This is an optimization exercise on Yosys and OpenROAD, whose aim is small area, a short achievable clock period and few clock cycles per item, not a production implementation. Function not checked in this run: the RTL went through the layout flow alone.

==> flow/design.v <==
module husk_dec (
    input  wire         clk,
    input  wire         rst,
    input  wire         in_valid,
    output wire         in_ready,
    input  wire         in_mode,
    input  wire [255:0] in_data,
    input  wire [31:0]  in_check,
    output reg          out_valid,
    output reg  [255:0] out_data,
    output reg  [31:0]  out_check,
    output reg  [1:0]   out_status
);
  function [7:0] gf_mul;
    input [7:0] a;
    input [7:0] b;
    integer k;
    reg [7:0] p;
    reg [7:0] s;
    begin
      p = 8'h00;
      s = a;
      for (k = 0; k < 8; k = k + 1) begin
        if (b[k]) p = p ^ s;
        s = {s[6:0], 1'b0} ^ (s[7] ? 8'h1D : 8'h00);
      end
      gf_mul = p;
    end
  endfunction
  function [7:0] gf_apow;
    input integer n;
    begin
      case (n % 255)
        0: gf_apow = 8'h01;
        1: gf_apow = 8'h02;
        2: gf_apow = 8'h04;
        3: gf_apow = 8'h08;
        4: gf_apow = 8'h10;
        5: gf_apow = 8'h20;
        6: gf_apow = 8'h40;
        7: gf_apow = 8'h80;
        8: gf_apow = 8'h1D;
        9: gf_apow = 8'h3A;
        10: gf_apow = 8'h74;
        11: gf_apow = 8'hE8;
        12: gf_apow = 8'hCD;
        13: gf_apow = 8'h87;
        14: gf_apow = 8'h13;
        15: gf_apow = 8'h26;
        16: gf_apow = 8'h4C;
        17: gf_apow = 8'h98;
        18: gf_apow = 8'h2D;
        19: gf_apow = 8'h5A;
        20: gf_apow = 8'hB4;
        21: gf_apow = 8'h75;
        22: gf_apow = 8'hEA;
        23: gf_apow = 8'hC9;
        24: gf_apow = 8'h8F;
        25: gf_apow = 8'h03;
        26: gf_apow = 8'h06;
        27: gf_apow = 8'h0C;
        28: gf_apow = 8'h18;
        29: gf_apow = 8'h30;
        30: gf_apow = 8'h60;
        31: gf_apow = 8'hC0;
        32: gf_apow = 8'h9D;
        33: gf_apow = 8'h27;
        34: gf_apow = 8'h4E;
        35: gf_apow = 8'h9C;
        36: gf_apow = 8'h25;
        37: gf_apow = 8'h4A;
        38: gf_apow = 8'h94;
        39: gf_apow = 8'h35;
        40: gf_apow = 8'h6A;
        41: gf_apow = 8'hD4;
        42: gf_apow = 8'hB5;
        43: gf_apow = 8'h77;
        44: gf_apow = 8'hEE;
        45: gf_apow = 8'hC1;
        46: gf_apow = 8'h9F;
        47: gf_apow = 8'h23;
        48: gf_apow = 8'h46;
        49: gf_apow = 8'h8C;
        50: gf_apow = 8'h05;
        51: gf_apow = 8'h0A;
        52: gf_apow = 8'h14;
        53: gf_apow = 8'h28;
        54: gf_apow = 8'h50;
        55: gf_apow = 8'hA0;
        56: gf_apow = 8'h5D;
        57: gf_apow = 8'hBA;
        58: gf_apow = 8'h69;
        59: gf_apow = 8'hD2;
        60: gf_apow = 8'hB9;
        61: gf_apow = 8'h6F;
        62: gf_apow = 8'hDE;
        63: gf_apow = 8'hA1;
        64: gf_apow = 8'h5F;
        65: gf_apow = 8'hBE;
        66: gf_apow = 8'h61;
        67: gf_apow = 8'hC2;
        68: gf_apow = 8'h99;
        69: gf_apow = 8'h2F;
        70: gf_apow = 8'h5E;
        71: gf_apow = 8'hBC;
        72: gf_apow = 8'h65;
        73: gf_apow = 8'hCA;
        74: gf_apow = 8'h89;
        75: gf_apow = 8'h0F;
        76: gf_apow = 8'h1E;
        77: gf_apow = 8'h3C;
        78: gf_apow = 8'h78;
        79: gf_apow = 8'hF0;
        80: gf_apow = 8'hFD;
        81: gf_apow = 8'hE7;
        82: gf_apow = 8'hD3;
        83: gf_apow = 8'hBB;
        84: gf_apow = 8'h6B;
        85: gf_apow = 8'hD6;
        86: gf_apow = 8'hB1;
        87: gf_apow = 8'h7F;
        88: gf_apow = 8'hFE;
        89: gf_apow = 8'hE1;
        90: gf_apow = 8'hDF;
        91: gf_apow = 8'hA3;
        92: gf_apow = 8'h5B;
        93: gf_apow = 8'hB6;
        94: gf_apow = 8'h71;
        95: gf_apow = 8'hE2;
        96: gf_apow = 8'hD9;
        97: gf_apow = 8'hAF;
        98: gf_apow = 8'h43;
        99: gf_apow = 8'h86;
        100: gf_apow = 8'h11;
        101: gf_apow = 8'h22;
        102: gf_apow = 8'h44;
        103: gf_apow = 8'h88;
        104: gf_apow = 8'h0D;
        105: gf_apow = 8'h1A;
        106: gf_apow = 8'h34;
        107: gf_apow = 8'h68;
        108: gf_apow = 8'hD0;
        109: gf_apow = 8'hBD;
        110: gf_apow = 8'h67;
        111: gf_apow = 8'hCE;
        112: gf_apow = 8'h81;
        113: gf_apow = 8'h1F;
        114: gf_apow = 8'h3E;
        115: gf_apow = 8'h7C;
        116: gf_apow = 8'hF8;
        117: gf_apow = 8'hED;
        118: gf_apow = 8'hC7;
        119: gf_apow = 8'h93;
        120: gf_apow = 8'h3B;
        121: gf_apow = 8'h76;
        122: gf_apow = 8'hEC;
        123: gf_apow = 8'hC5;
        124: gf_apow = 8'h97;
        125: gf_apow = 8'h33;
        126: gf_apow = 8'h66;
        127: gf_apow = 8'hCC;
        128: gf_apow = 8'h85;
        129: gf_apow = 8'h17;
        130: gf_apow = 8'h2E;
        131: gf_apow = 8'h5C;
        132: gf_apow = 8'hB8;
        133: gf_apow = 8'h6D;
        134: gf_apow = 8'hDA;
        135: gf_apow = 8'hA9;
        136: gf_apow = 8'h4F;
        137: gf_apow = 8'h9E;
        138: gf_apow = 8'h21;
        139: gf_apow = 8'h42;
        140: gf_apow = 8'h84;
        141: gf_apow = 8'h15;
        142: gf_apow = 8'h2A;
        143: gf_apow = 8'h54;
        144: gf_apow = 8'hA8;
        145: gf_apow = 8'h4D;
        146: gf_apow = 8'h9A;
        147: gf_apow = 8'h29;
        148: gf_apow = 8'h52;
        149: gf_apow = 8'hA4;
        150: gf_apow = 8'h55;
        151: gf_apow = 8'hAA;
        152: gf_apow = 8'h49;
        153: gf_apow = 8'h92;
        154: gf_apow = 8'h39;
        155: gf_apow = 8'h72;
        156: gf_apow = 8'hE4;
        157: gf_apow = 8'hD5;
        158: gf_apow = 8'hB7;
        159: gf_apow = 8'h73;
        160: gf_apow = 8'hE6;
        161: gf_apow = 8'hD1;
        162: gf_apow = 8'hBF;
        163: gf_apow = 8'h63;
        164: gf_apow = 8'hC6;
        165: gf_apow = 8'h91;
        166: gf_apow = 8'h3F;
        167: gf_apow = 8'h7E;
        168: gf_apow = 8'hFC;
        169: gf_apow = 8'hE5;
        170: gf_apow = 8'hD7;
        171: gf_apow = 8'hB3;
        172: gf_apow = 8'h7B;
        173: gf_apow = 8'hF6;
        174: gf_apow = 8'hF1;
        175: gf_apow = 8'hFF;
        176: gf_apow = 8'hE3;
        177: gf_apow = 8'hDB;
        178: gf_apow = 8'hAB;
        179: gf_apow = 8'h4B;
        180: gf_apow = 8'h96;
        181: gf_apow = 8'h31;
        182: gf_apow = 8'h62;
        183: gf_apow = 8'hC4;
        184: gf_apow = 8'h95;
        185: gf_apow = 8'h37;
        186: gf_apow = 8'h6E;
        187: gf_apow = 8'hDC;
        188: gf_apow = 8'hA5;
        189: gf_apow = 8'h57;
        190: gf_apow = 8'hAE;
        191: gf_apow = 8'h41;
        192: gf_apow = 8'h82;
        193: gf_apow = 8'h19;
        194: gf_apow = 8'h32;
        195: gf_apow = 8'h64;
        196: gf_apow = 8'hC8;
        197: gf_apow = 8'h8D;
        198: gf_apow = 8'h07;
        199: gf_apow = 8'h0E;
        200: gf_apow = 8'h1C;
        201: gf_apow = 8'h38;
        202: gf_apow = 8'h70;
        203: gf_apow = 8'hE0;
        204: gf_apow = 8'hDD;
        205: gf_apow = 8'hA7;
        206: gf_apow = 8'h53;
        207: gf_apow = 8'hA6;
        208: gf_apow = 8'h51;
        209: gf_apow = 8'hA2;
        210: gf_apow = 8'h59;
        211: gf_apow = 8'hB2;
        212: gf_apow = 8'h79;
        213: gf_apow = 8'hF2;
        214: gf_apow = 8'hF9;
        215: gf_apow = 8'hEF;
        216: gf_apow = 8'hC3;
        217: gf_apow = 8'h9B;
        218: gf_apow = 8'h2B;
        219: gf_apow = 8'h56;
        220: gf_apow = 8'hAC;
        221: gf_apow = 8'h45;
        222: gf_apow = 8'h8A;
        223: gf_apow = 8'h09;
        224: gf_apow = 8'h12;
        225: gf_apow = 8'h24;
        226: gf_apow = 8'h48;
        227: gf_apow = 8'h90;
        228: gf_apow = 8'h3D;
        229: gf_apow = 8'h7A;
        230: gf_apow = 8'hF4;
        231: gf_apow = 8'hF5;
        232: gf_apow = 8'hF7;
        233: gf_apow = 8'hF3;
        234: gf_apow = 8'hFB;
        235: gf_apow = 8'hEB;
        236: gf_apow = 8'hCB;
        237: gf_apow = 8'h8B;
        238: gf_apow = 8'h0B;
        239: gf_apow = 8'h16;
        240: gf_apow = 8'h2C;
        241: gf_apow = 8'h58;
        242: gf_apow = 8'hB0;
        243: gf_apow = 8'h7D;
        244: gf_apow = 8'hFA;
        245: gf_apow = 8'hE9;
        246: gf_apow = 8'hCF;
        247: gf_apow = 8'h83;
        248: gf_apow = 8'h1B;
        249: gf_apow = 8'h36;
        250: gf_apow = 8'h6C;
        251: gf_apow = 8'hD8;
        252: gf_apow = 8'hAD;
        253: gf_apow = 8'h47;
        254: gf_apow = 8'h8E;
        default: gf_apow = 8'h00;
      endcase
    end
  endfunction
  function [7:0] gf_inv;
    input [7:0] a;
    begin
      case (a)
        8'h01: gf_inv = 8'h01;
        8'h02: gf_inv = 8'h8E;
        8'h03: gf_inv = 8'hF4;
        8'h04: gf_inv = 8'h47;
        8'h05: gf_inv = 8'hA7;
        8'h06: gf_inv = 8'h7A;
        8'h07: gf_inv = 8'hBA;
        8'h08: gf_inv = 8'hAD;
        8'h09: gf_inv = 8'h9D;
        8'h0A: gf_inv = 8'hDD;
        8'h0B: gf_inv = 8'h98;
        8'h0C: gf_inv = 8'h3D;
        8'h0D: gf_inv = 8'hAA;
        8'h0E: gf_inv = 8'h5D;
        8'h0F: gf_inv = 8'h96;
        8'h10: gf_inv = 8'hD8;
        8'h11: gf_inv = 8'h72;
        8'h12: gf_inv = 8'hC0;
        8'h13: gf_inv = 8'h58;
        8'h14: gf_inv = 8'hE0;
        8'h15: gf_inv = 8'h3E;
        8'h16: gf_inv = 8'h4C;
        8'h17: gf_inv = 8'h66;
        8'h18: gf_inv = 8'h90;
        8'h19: gf_inv = 8'hDE;
        8'h1A: gf_inv = 8'h55;
        8'h1B: gf_inv = 8'h80;
        8'h1C: gf_inv = 8'hA0;
        8'h1D: gf_inv = 8'h83;
        8'h1E: gf_inv = 8'h4B;
        8'h1F: gf_inv = 8'h2A;
        8'h20: gf_inv = 8'h6C;
        8'h21: gf_inv = 8'hED;
        8'h22: gf_inv = 8'h39;
        8'h23: gf_inv = 8'h51;
        8'h24: gf_inv = 8'h60;
        8'h25: gf_inv = 8'h56;
        8'h26: gf_inv = 8'h2C;
        8'h27: gf_inv = 8'h8A;
        8'h28: gf_inv = 8'h70;
        8'h29: gf_inv = 8'hD0;
        8'h2A: gf_inv = 8'h1F;
        8'h2B: gf_inv = 8'h4A;
        8'h2C: gf_inv = 8'h26;
        8'h2D: gf_inv = 8'h8B;
        8'h2E: gf_inv = 8'h33;
        8'h2F: gf_inv = 8'h6E;
        8'h30: gf_inv = 8'h48;
        8'h31: gf_inv = 8'h89;
        8'h32: gf_inv = 8'h6F;
        8'h33: gf_inv = 8'h2E;
        8'h34: gf_inv = 8'hA4;
        8'h35: gf_inv = 8'hC3;
        8'h36: gf_inv = 8'h40;
        8'h37: gf_inv = 8'h5E;
        8'h38: gf_inv = 8'h50;
        8'h39: gf_inv = 8'h22;
        8'h3A: gf_inv = 8'hCF;
        8'h3B: gf_inv = 8'hA9;
        8'h3C: gf_inv = 8'hAB;
        8'h3D: gf_inv = 8'h0C;
        8'h3E: gf_inv = 8'h15;
        8'h3F: gf_inv = 8'hE1;
        8'h40: gf_inv = 8'h36;
        8'h41: gf_inv = 8'h5F;
        8'h42: gf_inv = 8'hF8;
        8'h43: gf_inv = 8'hD5;
        8'h44: gf_inv = 8'h92;
        8'h45: gf_inv = 8'h4E;
        8'h46: gf_inv = 8'hA6;
        8'h47: gf_inv = 8'h04;
        8'h48: gf_inv = 8'h30;
        8'h49: gf_inv = 8'h88;
        8'h4A: gf_inv = 8'h2B;
        8'h4B: gf_inv = 8'h1E;
        8'h4C: gf_inv = 8'h16;
        8'h4D: gf_inv = 8'h67;
        8'h4E: gf_inv = 8'h45;
        8'h4F: gf_inv = 8'h93;
        8'h50: gf_inv = 8'h38;
        8'h51: gf_inv = 8'h23;
        8'h52: gf_inv = 8'h68;
        8'h53: gf_inv = 8'h8C;
        8'h54: gf_inv = 8'h81;
        8'h55: gf_inv = 8'h1A;
        8'h56: gf_inv = 8'h25;
        8'h57: gf_inv = 8'h61;
        8'h58: gf_inv = 8'h13;
        8'h59: gf_inv = 8'hC1;
        8'h5A: gf_inv = 8'hCB;
        8'h5B: gf_inv = 8'h63;
        8'h5C: gf_inv = 8'h97;
        8'h5D: gf_inv = 8'h0E;
        8'h5E: gf_inv = 8'h37;
        8'h5F: gf_inv = 8'h41;
        8'h60: gf_inv = 8'h24;
        8'h61: gf_inv = 8'h57;
        8'h62: gf_inv = 8'hCA;
        8'h63: gf_inv = 8'h5B;
        8'h64: gf_inv = 8'hB9;
        8'h65: gf_inv = 8'hC4;
        8'h66: gf_inv = 8'h17;
        8'h67: gf_inv = 8'h4D;
        8'h68: gf_inv = 8'h52;
        8'h69: gf_inv = 8'h8D;
        8'h6A: gf_inv = 8'hEF;
        8'h6B: gf_inv = 8'hB3;
        8'h6C: gf_inv = 8'h20;
        8'h6D: gf_inv = 8'hEC;
        8'h6E: gf_inv = 8'h2F;
        8'h6F: gf_inv = 8'h32;
        8'h70: gf_inv = 8'h28;
        8'h71: gf_inv = 8'hD1;
        8'h72: gf_inv = 8'h11;
        8'h73: gf_inv = 8'hD9;
        8'h74: gf_inv = 8'hE9;
        8'h75: gf_inv = 8'hFB;
        8'h76: gf_inv = 8'hDA;
        8'h77: gf_inv = 8'h79;
        8'h78: gf_inv = 8'hDB;
        8'h79: gf_inv = 8'h77;
        8'h7A: gf_inv = 8'h06;
        8'h7B: gf_inv = 8'hBB;
        8'h7C: gf_inv = 8'h84;
        8'h7D: gf_inv = 8'hCD;
        8'h7E: gf_inv = 8'hFE;
        8'h7F: gf_inv = 8'hFC;
        8'h80: gf_inv = 8'h1B;
        8'h81: gf_inv = 8'h54;
        8'h82: gf_inv = 8'hA1;
        8'h83: gf_inv = 8'h1D;
        8'h84: gf_inv = 8'h7C;
        8'h85: gf_inv = 8'hCC;
        8'h86: gf_inv = 8'hE4;
        8'h87: gf_inv = 8'hB0;
        8'h88: gf_inv = 8'h49;
        8'h89: gf_inv = 8'h31;
        8'h8A: gf_inv = 8'h27;
        8'h8B: gf_inv = 8'h2D;
        8'h8C: gf_inv = 8'h53;
        8'h8D: gf_inv = 8'h69;
        8'h8E: gf_inv = 8'h02;
        8'h8F: gf_inv = 8'hF5;
        8'h90: gf_inv = 8'h18;
        8'h91: gf_inv = 8'hDF;
        8'h92: gf_inv = 8'h44;
        8'h93: gf_inv = 8'h4F;
        8'h94: gf_inv = 8'h9B;
        8'h95: gf_inv = 8'hBC;
        8'h96: gf_inv = 8'h0F;
        8'h97: gf_inv = 8'h5C;
        8'h98: gf_inv = 8'h0B;
        8'h99: gf_inv = 8'hDC;
        8'h9A: gf_inv = 8'hBD;
        8'h9B: gf_inv = 8'h94;
        8'h9C: gf_inv = 8'hAC;
        8'h9D: gf_inv = 8'h09;
        8'h9E: gf_inv = 8'hC7;
        8'h9F: gf_inv = 8'hA2;
        8'hA0: gf_inv = 8'h1C;
        8'hA1: gf_inv = 8'h82;
        8'hA2: gf_inv = 8'h9F;
        8'hA3: gf_inv = 8'hC6;
        8'hA4: gf_inv = 8'h34;
        8'hA5: gf_inv = 8'hC2;
        8'hA6: gf_inv = 8'h46;
        8'hA7: gf_inv = 8'h05;
        8'hA8: gf_inv = 8'hCE;
        8'hA9: gf_inv = 8'h3B;
        8'hAA: gf_inv = 8'h0D;
        8'hAB: gf_inv = 8'h3C;
        8'hAC: gf_inv = 8'h9C;
        8'hAD: gf_inv = 8'h08;
        8'hAE: gf_inv = 8'hBE;
        8'hAF: gf_inv = 8'hB7;
        8'hB0: gf_inv = 8'h87;
        8'hB1: gf_inv = 8'hE5;
        8'hB2: gf_inv = 8'hEE;
        8'hB3: gf_inv = 8'h6B;
        8'hB4: gf_inv = 8'hEB;
        8'hB5: gf_inv = 8'hF2;
        8'hB6: gf_inv = 8'hBF;
        8'hB7: gf_inv = 8'hAF;
        8'hB8: gf_inv = 8'hC5;
        8'hB9: gf_inv = 8'h64;
        8'hBA: gf_inv = 8'h07;
        8'hBB: gf_inv = 8'h7B;
        8'hBC: gf_inv = 8'h95;
        8'hBD: gf_inv = 8'h9A;
        8'hBE: gf_inv = 8'hAE;
        8'hBF: gf_inv = 8'hB6;
        8'hC0: gf_inv = 8'h12;
        8'hC1: gf_inv = 8'h59;
        8'hC2: gf_inv = 8'hA5;
        8'hC3: gf_inv = 8'h35;
        8'hC4: gf_inv = 8'h65;
        8'hC5: gf_inv = 8'hB8;
        8'hC6: gf_inv = 8'hA3;
        8'hC7: gf_inv = 8'h9E;
        8'hC8: gf_inv = 8'hD2;
        8'hC9: gf_inv = 8'hF7;
        8'hCA: gf_inv = 8'h62;
        8'hCB: gf_inv = 8'h5A;
        8'hCC: gf_inv = 8'h85;
        8'hCD: gf_inv = 8'h7D;
        8'hCE: gf_inv = 8'hA8;
        8'hCF: gf_inv = 8'h3A;
        8'hD0: gf_inv = 8'h29;
        8'hD1: gf_inv = 8'h71;
        8'hD2: gf_inv = 8'hC8;
        8'hD3: gf_inv = 8'hF6;
        8'hD4: gf_inv = 8'hF9;
        8'hD5: gf_inv = 8'h43;
        8'hD6: gf_inv = 8'hD7;
        8'hD7: gf_inv = 8'hD6;
        8'hD8: gf_inv = 8'h10;
        8'hD9: gf_inv = 8'h73;
        8'hDA: gf_inv = 8'h76;
        8'hDB: gf_inv = 8'h78;
        8'hDC: gf_inv = 8'h99;
        8'hDD: gf_inv = 8'h0A;
        8'hDE: gf_inv = 8'h19;
        8'hDF: gf_inv = 8'h91;
        8'hE0: gf_inv = 8'h14;
        8'hE1: gf_inv = 8'h3F;
        8'hE2: gf_inv = 8'hE6;
        8'hE3: gf_inv = 8'hF0;
        8'hE4: gf_inv = 8'h86;
        8'hE5: gf_inv = 8'hB1;
        8'hE6: gf_inv = 8'hE2;
        8'hE7: gf_inv = 8'hF1;
        8'hE8: gf_inv = 8'hFA;
        8'hE9: gf_inv = 8'h74;
        8'hEA: gf_inv = 8'hF3;
        8'hEB: gf_inv = 8'hB4;
        8'hEC: gf_inv = 8'h6D;
        8'hED: gf_inv = 8'h21;
        8'hEE: gf_inv = 8'hB2;
        8'hEF: gf_inv = 8'h6A;
        8'hF0: gf_inv = 8'hE3;
        8'hF1: gf_inv = 8'hE7;
        8'hF2: gf_inv = 8'hB5;
        8'hF3: gf_inv = 8'hEA;
        8'hF4: gf_inv = 8'h03;
        8'hF5: gf_inv = 8'h8F;
        8'hF6: gf_inv = 8'hD3;
        8'hF7: gf_inv = 8'hC9;
        8'hF8: gf_inv = 8'h42;
        8'hF9: gf_inv = 8'hD4;
        8'hFA: gf_inv = 8'hE8;
        8'hFB: gf_inv = 8'h75;
        8'hFC: gf_inv = 8'h7F;
        8'hFD: gf_inv = 8'hFF;
        8'hFE: gf_inv = 8'h7E;
        8'hFF: gf_inv = 8'hFD;
        default: gf_inv = 8'h00;
      endcase
    end
  endfunction
  function [7:0] pos_x;
    input [5:0] p;
    begin
      case (p)
        6'd0: pos_x = 8'h9C;
        6'd1: pos_x = 8'h4E;
        6'd2: pos_x = 8'h27;
        6'd3: pos_x = 8'h9D;
        6'd4: pos_x = 8'hC0;
        6'd5: pos_x = 8'h60;
        6'd6: pos_x = 8'h30;
        6'd7: pos_x = 8'h18;
        6'd8: pos_x = 8'h0C;
        6'd9: pos_x = 8'h06;
        6'd10: pos_x = 8'h03;
        6'd11: pos_x = 8'h8F;
        6'd12: pos_x = 8'hC9;
        6'd13: pos_x = 8'hEA;
        6'd14: pos_x = 8'h75;
        6'd15: pos_x = 8'hB4;
        6'd16: pos_x = 8'h5A;
        6'd17: pos_x = 8'h2D;
        6'd18: pos_x = 8'h98;
        6'd19: pos_x = 8'h4C;
        6'd20: pos_x = 8'h26;
        6'd21: pos_x = 8'h13;
        6'd22: pos_x = 8'h87;
        6'd23: pos_x = 8'hCD;
        6'd24: pos_x = 8'hE8;
        6'd25: pos_x = 8'h74;
        6'd26: pos_x = 8'h3A;
        6'd27: pos_x = 8'h1D;
        6'd28: pos_x = 8'h80;
        6'd29: pos_x = 8'h40;
        6'd30: pos_x = 8'h20;
        6'd31: pos_x = 8'h10;
        6'd32: pos_x = 8'h08;
        6'd33: pos_x = 8'h04;
        6'd34: pos_x = 8'h02;
        6'd35: pos_x = 8'h01;
        default: pos_x = 8'h00;
      endcase
    end
  endfunction
  reg         r_valid;
  reg         r_mode;
  reg [255:0] r_data;
  reg [31:0]  r_check;
  assign in_ready = 1'b1;
  always @(posedge clk) begin
    if (rst) begin
      r_valid <= 1'b0;
    end else begin
      r_valid <= in_valid;
    end
    if (in_valid) begin
      r_mode  <= in_mode;
      r_data  <= in_data;
      r_check <= in_check;
    end
  end
  wire [7:0] c [0:35];
  genvar gj;
  generate
    for (gj = 0; gj < 32; gj = gj + 1) begin : g_cdata
      assign c[gj] = r_data[8*gj +: 8];
    end
    for (gj = 0; gj < 4; gj = gj + 1) begin : g_ccheck
      assign c[32+gj] = r_check[8*gj +: 8] ^ 8'hFF;
    end
  endgenerate
  reg [7:0] s0, s1, s2, s3;
  integer j;
  always @(*) begin
    s0 = 8'h00;
    s1 = 8'h00;
    s2 = 8'h00;
    s3 = 8'h00;
    for (j = 0; j < 36; j = j + 1) begin
      s0 = s0 ^ c[j];
      s1 = s1 ^ gf_mul(c[j], gf_apow(35 - j));
      s2 = s2 ^ gf_mul(c[j], gf_apow(2 * (35 - j)));
      s3 = s3 ^ gf_mul(c[j], gf_apow(3 * (35 - j)));
    end
  end
  wire intact = (s0 == 8'h00) && (s1 == 8'h00) && (s2 == 8'h00) && (s3 == 8'h00);
  wire [7:0] x_one = gf_mul(s1, gf_inv(s0));
  wire       one_consistent = (s0 != 8'h00) &&
                              (s2 == gf_mul(s1, x_one)) &&
                              (s3 == gf_mul(s2, x_one));
  wire [35:0] hit_one;
  generate
    for (gj = 0; gj < 36; gj = gj + 1) begin : g_hit_one
      assign hit_one[gj] = (x_one == gf_apow(35 - gj));
    end
  endgenerate
  wire one_ok = one_consistent && (hit_one != 36'd0);
  wire [7:0] det     = gf_mul(s1, s1) ^ gf_mul(s0, s2);
  wire [7:0] inv_det = gf_inv(det);
  wire [7:0] sig1    = gf_mul(gf_mul(s1, s2) ^ gf_mul(s0, s3), inv_det);
  wire [7:0] sig2    = gf_mul(gf_mul(s1, s3) ^ gf_mul(s2, s2), inv_det);
  wire [35:0] root;
  generate
    for (gj = 0; gj < 36; gj = gj + 1) begin : g_root
      assign root[gj] = ((gf_apow(2 * (35 - gj)) ^ gf_mul(sig1, gf_apow(35 - gj)) ^ sig2) == 8'h00);
    end
  endgenerate
  reg [5:0] p1, p2;
  reg [1:0] nroots;
  integer k;
  always @(*) begin
    p1 = 6'd0;
    p2 = 6'd0;
    nroots = 2'd0;
    for (k = 0; k < 36; k = k + 1) begin
      if (root[k]) begin
        if (nroots == 2'd0) p1 = k[5:0];
        else if (nroots == 2'd1) p2 = k[5:0];
        if (nroots != 2'd3) nroots = nroots + 2'd1;
      end
    end
  end
  wire [7:0] x1 = pos_x(p1);
  wire [7:0] x2 = pos_x(p2);
  wire [7:0] y1 = gf_mul(s1 ^ gf_mul(s0, x2), gf_inv(x1 ^ x2));
  wire [7:0] y2 = s0 ^ y1;
  wire two_ok = (det != 8'h00) && (nroots == 2'd2);
  reg [1:0]   status;
  reg [287:0] err;
  integer m;
  always @(*) begin
    err = 288'd0;
    if (intact) begin
      status = 2'd0;
    end else if (one_ok) begin
      status = 2'd1;
      for (m = 0; m < 36; m = m + 1)
        if (hit_one[m]) err[8*m +: 8] = s0;
    end else if (r_mode && two_ok) begin
      status = 2'd2;
      for (m = 0; m < 36; m = m + 1) begin
        if (m[5:0] == p1) err[8*m +: 8] = y1;
        if (m[5:0] == p2) err[8*m +: 8] = y2;
      end
    end else begin
      status = 2'd3;
    end
  end
  always @(posedge clk) begin
    if (rst) begin
      out_valid <= 1'b0;
    end else begin
      out_valid <= r_valid;
    end
    if (r_valid) begin
      out_data   <= r_data ^ err[255:0];
      out_check  <= r_check ^ err[287:256];
      out_status <= status;
    end
  end
endmodule
==> flow/run.sh <==
#!/bin/bash
# synth_recipe.tcl (not shown) runs the flow's synth.tcl, then flattens the netlist and writes it again
# the make line also repeats each setting of config.mk as NAME=value (left out here)
make -C /OpenROAD-flow-scripts/flow DESIGN_CONFIG=/design/flow/config.mk WORK_HOME=/design/flow/orfs CLKGATE_MAP_FILE= SYNTH_SCRIPT=/design/flow/synth_recipe.tcl finish
==> flow/config.mk <==
export PLATFORM = sky130hd
export DESIGN_NAME = husk_dec
export DESIGN_NICKNAME = husk_dec
export VERILOG_FILES = /design/flow/design.v
export SDC_FILE = /design/flow/constraint.sdc
export NUM_CORES = 4
export LEC_CHECK = 0
export CAP_MARGIN = 20
export CORE_MARGIN = 2
export CORE_UTILIZATION = 25
export SLEW_MARGIN = 20
==> flow/constraint.sdc <==
create_clock -name core_clock -period 30.0 [get_ports {clk}]
set_input_delay 6.0000 -clock core_clock [delete_from_list [all_inputs] [get_ports {clk}]]
set_output_delay 6.0000 -clock core_clock [all_outputs]
set_load 0.01 [all_outputs]
==> results.txt <==
Rows - 215
GPL Wtd Cong - 1.15
Max Root-Sink Buffers - 3
layout net count - 11400
met3 GRT Util - 13.0%
crit share post-route - 97.2%
die width - 591 um
final setup fails - 0
Setup TNS Final - 0 ps
Syn-to-layout area delta - 25.7%
Hold Buf Count CTS - 0
post-route ant nets - 0
dpl hpwl - 525000 um
worst setup path class - reg2reg
CTS Sinks - 581
fin worst setup slack - 839 ps
YS warnings - 1
post-place setup slack - 2040 ps
RSZ-0062 raised after global routing - false
die span in y - 591 um
Initial Utilization - 25.1%
Netlist cell types - 142
layout cells sized above 1 - 16.9%
met1 Track Usage GR - 47.5%
Boundary Pins - 584
Worst path max stage delay - 1140 ps
critical path data arrival time - 29600 ps
final WL - 666000 um
Slew @ Worst Pin - 1400 ps
Final Max Tran Viols - 0
vias per cell - 5.85
DR DRC count - 0
status - finished clean
wire per inst - 42.5 um
minimum clock period - 29160 ps
number of synthesized register bits - 581
core area - 0.343 mm2
largest net degree at the start of global routing - 124
Most Frequent Cell on Critical Path - buf_4
CTS Root Cell - clkbuf_16
# resized after CTS - 0
peak-usage layer in the global routing report - met2
WP buf/inv - 18
Max stage delay cell, worst path - a221oi_1
Synth Area per Inst - 8.77 um2
gr ovfl total - 0
first-pass GRT wire length - 847000 um
worst clock skew - 64.0 ps
1st-iter DRT viols - 16300
routed via count - 91800
post-synthesis cell count - 9815
synthesized area - 0.0861 mm2
vias in the first global route - 81500
met2 Use GR - 51.1%
register area share after synthesis - 20.2%
Final Hold Viols - 0
initial antenna violation count - 56
Cell Area, Placed - 0.106 mm2
Worst-Skew Late Latency - 760 ps
fmax - 34.3 MHz
Worst slew margin - 6.51%
postcts setup bufs - 0
CTS tree - yes
Synth async-reset ratio - 0%
CTS HTree Levels - 3
CP required - 30440 ps
I/O Buffers - 582
Final Instance Area - 0.108 mm2
Worst setup SP type - flop
Post-synth EDFFs - 579
die area - 0.349 mm2
Inserted Clock Buffers - 75
CP Capture Type - flop
max-cap violation count - 0
Post-Syn Nets - 10200
CP delay by family, top - compound AO/OA/AOI/OAI gates
Crit Path Max Fanout - 36
ys flop type - edfxtp_1
Overall Global Routing Usage - 36.5%
Worst-path clk slew - 70 ps
Hold WC Path Type - reg2reg
router iterations before antenna repair - 9
==> registers in the layout (all words and copies together) (netlist names) <==
signal      flops
r_data        256
out_data      256
out_check      32
r_valid         1
out_valid       1
r_mode          1
out_status      2
r_check        32
==> cells in the mapped netlist (40+ instances only) <==
cell type  instances  area (um2)
a21o_1            44         330
xor3_1            58        1380
mux2i_1           98         981
a31oi_1           89         557
buf_2            199         996
o21ai_0          552        2760
a221oi_1          43         377
ha_1              65         813
o22ai_1           67         419
buf_4             64         480
nand3_1          216        1080
nor2b_1           40         250
or3_1             68         425
a21oi_1          594        2970
and2_1            42         263
nand2_1          804        3020
xnor3_1          441        9930
nand2b_1          49         307
clkbuf_1         480        1800
o21ai_1           54         270
buf_6             46         518
nor2_1           964        3620
inv_1            137         514
xor2_1           651        5700
o211ai_1          57         428
nor3_1           219        1100
a211oi_1          62         465
xnor2_1         1900       16600
a22oi_1           47         353
buf_1             71         267
edfxtp_1         579       17400
and3_1            55         344
==> area by class of cell <==
cell class              count  area [um2]
diodes                     36        90.1
inverters                 165         621
multi-input cells        8192       64600
fillers                 35900      235000
repair buffers           2011       17300
well taps                4557        5700
clock buffers              89        1970
flip-flops and latches    581       17400
clock inverters            44         544
==> placed cells by master, fill, tap and decap left out, types with 34 or more instances in the layout <==
master | Yosys | final
or3_1 | 68 | 67
edfxtp_1 | 579 | 579
nor3_1 | 219 | 209
ha_1 | 65 | 65
o22ai_1 | 67 | 67
nor2_1 | 964 | 962
nand2_1 | 804 | 804
mux2i_1 | 98 | 98
o31ai_1 | 38 | 38
nand2b_1 | 49 | 49
o21ai_1 | 54 | 55
a221oi_1 | 43 | 43
xnor2_1 | 1900 | 1849
xnor3_1 | 441 | 430
buf_12 | 0 | 58
o21ai_0 | 552 | 550
nand4_1 | 39 | 39
and3_1 | 55 | 55
a211oi_1 | 62 | 60
nor2b_1 | 40 | 40
buf_4 | 64 | 1368
clkdlybuf4s50_1 | 0 | 581
a31oi_1 | 89 | 88
o211ai_1 | 57 | 57
nand3_1 | 216 | 216
xnor2_2 | 24 | 71
clkbuf_16 | 0 | 77
diode_2 | 0 | 36
a22oi_1 | 47 | 47
xor3_1 | 58 | 51
a21o_1 | 44 | 44
and2_1 | 42 | 41
a32oi_1 | 34 | 34
xor2_1 | 651 | 639
inv_1 | 137 | 136
a222oi_1 | 35 | 35
a21oi_1 | 594 | 594
==> cells by family (layout without fill, tap and decap cells) <==
logic type / after synthesis / count (layout) / synth area share, %
AND/OR/NAND/NOR: 2675 / 2675 / 13.9
multiplexers: 166 / 166 / 2.37
adder cells (fa/ha/maj): 69 / 69 / 0.991
buffers and inverters: 1042 / 2309 / 5.63
other: 1 / 37 / 0.00435
flip-flops: 581 / 581 / 20.2
XOR/XNOR: 3108 / 3108 / 40.4
AO/OA/AOI/OAI: 2173 / 2173 / 16.5
==> path summary, 6_finish.rpt <==
path	cells after the start	start	slack, ps	to
worst min-delay path	1	r_check[30]	800	out_check[30]
worst max-delay path	89	r_data[101]	840	out_data[16]
worst min register to register	1	r_check[30]	800	out_check[30]
worst max register to register	89	r_data[101]	840	out_data[16]
==> metal layers <==
| layer | wire length, um | part of all wire [%] |
|---|---|---|
| met4 | 50200 | 7.5 |
| met3 | 85800 | 13 |
| met1 | 265000 | 40 |
| met2 | 265000 | 40 |
| met5 | 675 | 0.10 |
==> worst register-to-register path: cells and delay by family, from the launching register on <==
kind	cells	cell delay, ps
AOI/OAI and AO/OA	31	9880
xor gates and xnor gates	20	8830
adders and majority gates	2	860
buffers and inverters	18	3940
DFF	1	1110
muxes	7	1610
and+or+nand+nor	11	2710
==> metrics by stage <==
| stage | instances | hold WS (ps) | util [%] |
|---|---|---|---|
| 6_report | 15700 | 797 | 31.6 |
| 5_1_grt | 15600 | 765 | 31.5 |
| 4_1_cts | 15600 | 748 | 31.5 |
| 3_5_place_dp | 15500 | 725 | 30.8 |
| 3_3_place_gp | 15500 | 729 | 30.8 |
| 2_1_floorplan | 9815 | 592 | - |

## port drivers added, routing unchanged
In the flow no input, the clock included, has a driving cell. The finished layout below was timed again as built, in two steps.
Step 1: set_driving_cell puts a clkbuf_16 on clk and a buf_2 on each other input, an assumption about the parent block.
Step 2 times the ports against the registers' clock, not the clock port: input delays grow and output delays shrink by t, the midpoint of the rising clock arrivals with the driver on.
a / b / c = ideal ports / drivers / drivers and shift; a / b = the first two.
t, ns: 0.820
setup WS [ns]: 0.839 / 0.839 / 0.839
worst setup path at the end: register to register
worst data-port slew with drivers (ns): 0.14
After both steps this run still meets setup and hold. The setup slack of this run moves by 0.000 ns with the drivers and by 0.000 ns with both steps.
